Context: an optimization exercise on an open-source flow, tuned for small area and a short achievable clock period. The choices shown serve that exercise and are no tape-out recipe.
The RTL was checked by simulation tests, not by an equivalence proof against the original design.
Power and IR drop assume default switching activity.

Setup of job 101:
## ksc_fslot
module ksc_fslot (
    input             clk,
    input             rst,
    input             in_valid,
    input      [4:0]  op,
    input      [31:0] a,
    input      [31:0] b,
    input      [31:0] c,
    output reg        out_valid,
    output reg [31:0] res
);
Settings: LEC_CHECK=0, CAP_MARGIN=20, CORE_MARGIN=2, CORE_UTILIZATION=40, CTS_CLUSTER_DIAMETER=150, CTS_CLUSTER_SIZE=20, PLACE_DENSITY=0.6, SLEW_MARGIN=20; clock period 36.0 ns.
standard.sh (not shown) runs the stock make flow with config.mk's settings and CLKGATE_MAP_FILE= SYNTH_SCRIPT=/design/flow/synth_recipe.tcl, a recipe that flattens the netlist after the stock synthesis.
==> flow/flow/run.sh <==
#!/bin/bash
# The standard layout with two changes:
#  - buf_2 cells as the port buffers instead of the default delay-cell
#    buffers (faster and smaller);
#  - after the standard synthesis, flow/polarity.py removes inverters next to
#    the full adders (a full adder of complemented inputs gives complemented
#    outputs), then the standard flow goes on from that netlist.
# Each step's full output goes to its own log in this folder.
set -euo pipefail
export BUFFER_PORTS_ARGS="-buffer_cell sky130_fd_sc_hd__buf_2"
R="$PWD/orfs/results/sky130hd/ksc_fslot/base"
bash standard.sh "$R/1_2_yosys.v" > standard_synth.log 2>&1
cp "$R/1_2_yosys.v" "$R/1_2_yosys.standard.v"
python3 flow/polarity.py "$R/1_2_yosys.standard.v" "$R/1_2_yosys.v" > polarity.log 2>&1
bash standard.sh > standard.log 2>&1
Other scripts of this flow, unchanged in this note and not shown: flow/flow/polarity.py
### job 101 -> job 102
--- a/flow/design.v
+++ b/flow/design.v
@@ -2757,19 +2757,19 @@
     wire is_inf  = p_inf | z_inf;
     wire inf_s   = p_inf ? sp : sz;
     wire eff_sub = fma0 ? (sp ^ sz) : (sz & (f2i0 | i2f0));
     wire [47:0] P;
     fs_fma u_mul (.x(mx), .y(my), .v(V), .r(P));
     wire [9:0]  exy  = fma0 ? ({2'd0, Ex} + {2'd0, Ey}) :
                        (f2i0 | i2f0) ? 10'd300 : 10'd1023;
-    wire signed [10:0] exl = $signed({1'b0, exy}) - 11'sd100;
-    wire signed [10:0] shr = exl - $signed({3'd0, Ez});
+    wire signed [10:0] shr = $signed({1'b0, exy}) - $signed({3'd0, Ez}) - 11'sd100;
     wire        top  = (fma0 & p_zero) | shr[10];       
     wire        far  = |shr[9:7];                       
-    wire [8:0]  slim = top ? {1'b0, Ez} : exl[8:0];
+    wire [9:0]  shc  = top ? 10'd0 : shr[9:0];
+    wire [8:0]  slim = shc[8:0] + {1'b0, Ez};           
     wire [6:0]  sh   = shr[6:0];
     wire [76:0] a0s  = {mz, 53'd0};
     wire [76:0] a1s  = sh[0] ? {1'd0,  a0s[76:1]}  : a0s;
     wire [76:0] a2s  = sh[1] ? {2'd0,  a1s[76:2]}  : a1s;
     wire [76:0] a3s  = sh[2] ? {4'd0,  a2s[76:4]}  : a2s;
     wire [76:0] a4s  = sh[3] ? {8'd0,  a3s[76:8]}  : a3s;
     wire [76:0] a5s  = sh[4] ? {16'd0, a4s[76:16]} : a4s;
@@ -2806,21 +2806,22 @@
         spc1   <= ~fma0 ? 2'b00 : is_nan ? 2'b01 : is_inf ? {1'b1, inf_s} : 2'b00;
         zn1    <= fma0 & p_zero & z_zero & sp & sz;
         f2i1   <= f2i0;
         trunc1 <= op0[0];
         kd1    <= (fma0 | i2f0) ? 3'b000 : (f2i0 & clamp) ? {1'b1, ckind} : 3'b001;
     end
     wire        finc = ~trunc1 & A1[2] & (A1[3] | A1[1] | A1[0]);
-    wire [78:0] bop  = sub1 ? ~{2'b00, A1} : {2'b00, A1};
-    wire [78:0] bopf = f2i1 ? {bop[78:3], 3'b111} : bop;
-    wire        co, use1, neg;
+    wire [78:0] xw   = {28'd0, P1, 3'd0} ^ {79{sub1}};
+    wire [78:0] aw   = f2i1 ? {2'b00, A1[76:3], {3{~sub1}}} : {2'b00, A1};
+    wire        co, use1, inv, neg;
     wire [77:0] R;
-    fs_cvt u_add (.x({28'd0, P1, 3'd0}), .y(bopf), .u(use1), .v(neg), .r(R), .co(co));
-    assign use1 = f2i1 ? (sub1 ^ finc) : (sub1 & co);
-    assign neg  = ~f2i1 & sub1 & ~co;
+    fs_cvt u_add (.x(aw), .y(xw), .u(use1), .v(inv), .r(R), .co(co));
+    assign use1 = f2i1 ? finc : (sub1 & co);
+    assign inv  = f2i1 ? sub1 : (sub1 & ~co);
+    assign neg  = ~f2i1 & sub1 & co;
     wire [6:0] lz;
     fs_lzc #(.LW(7)) u_lz (.d({R, 50'd0}), .n(lz), .z());
     reg        v2;
     reg [77:0] R2;
     reg [6:0]  lz2;
     reg [8:0]  slim2;
     reg        sb2, zn2;
@@ -2834,29 +2835,28 @@
         slim2 <= slim1;
         sb2   <= sp1 ^ neg;
         spc2  <= spc1;
         zn2   <= zn1;
         kd2   <= kd1;
     end
     wire        rz2  = &lz2[6:4];                        
-    wire [9:0]  dl   = {1'b0, slim2} - {3'd0, lz2};
-    wire        hid  = ~dl[9];                           
+    wire        hid  = {2'b00, lz2} <= slim2;            
     wire [6:0]  s    = hid ? lz2 : slim2[6:0];
     wire [77:0] n6   = s[6] ? {R2[13:0], 64'd0} : R2;
     wire [77:0] n5   = s[5] ? {n6[45:0], 32'd0} : n6;
     wire [77:0] n4   = s[4] ? {n5[61:0], 16'd0} : n5;
     wire [77:0] n3   = s[3] ? {n4[69:0],  8'd0} : n4;
     wire [77:0] n2   = s[2] ? {n3[73:0],  4'd0} : n3;
     wire [77:0] n1   = s[1] ? {n2[75:0],  2'd0} : n2;
     wire [77:0] N    = s[0] ? {n1[76:0],  1'd0} : n1;
     wire [52:0] msk  = {53{1'b1}} >> s;
     wire        st   = |(R2[52:0] & msk);
     wire [22:0] man  = N[76:54];
     wire        g    = N[53];
-    wire [9:0]  e1   = dl + 10'd1;                       
+    wire [9:0]  e1   = {1'b0, slim2} + 10'd1 - {3'd0, lz2};    
     wire        ovf  = hid & (e1 >= 10'd255);
     wire        rinc = g & (st | man[0]);
     wire [30:0] pk   = {hid ? e1[7:0] : 8'd0, man} + {30'd0, rinc};
     wire [31:0] fres = spc2[1] ? {spc2[0], 31'h7F80_0000} :
                        spc2[0] ? 32'h7FC0_0000 :
                        rz2     ? {zn2, 31'd0} :
                        ovf  ? {sb2, 31'h7F80_0000} :
==> comparison <==
As far as deepest level of the CTS H-tree goes, job 101 and job 102 are indistinguishable; the numbers are identical.
Combinational power: job 102 lower than job 101
The total routed wire length on the met1 layer number comes out higher for job 101 vs job 102.
Max freq job 101 -> job 102: improved
met2 layer usage reported by global route ended up 4.9 points lower on job 102 than on job 101.
From job 101 to job 102 the numbers moved as follows: net switching power has decreased; area after synthesis has increased.
In job 102 the post-route cell area turned out 300 um^2 higher than in job 101.
Changes observed in job 102 relative to job 101: horizontal extent of the die went up 2.2 um; number of flip-flops and latches essentially unchanged; minimum setup slack in the final design increased by 0.061 ns relative to the old numbers.

[port drivers added, routing unchanged]
In the flow no input, the clock included, has a driving cell. The finished layouts below were timed again as built, in two steps. Step 1 sets driving cells, clkbuf_16 on the clock port and buf_2 on the other inputs (assumed; they add their load-dependent delay and slew). Step 2 times the ports against the registers' clock, not the clock port: input delays grow and output delays shrink by t, the midpoint of the rising clock arrivals with the driver on. Three values: no drivers, after step 1, after step 2; two values: the first two.
run	shift t [ns]	slack for setup (ns)	worst setup path after step 2	slew at the worst register clock pin (ns)	pins driven straight from the clock port
job 101	0.676	27.726 / 27.657 / 27.187	input to register	0.10 / 0.10	1
job 102	0.639	27.787 / 27.728 / 27.328	input to register	0.10 / 0.10	1
After both steps setup and hold are still met in every run listed. The setup slack of job 101, which loses most, moves by -0.069 ns with the drivers and by -0.539 ns with both steps.
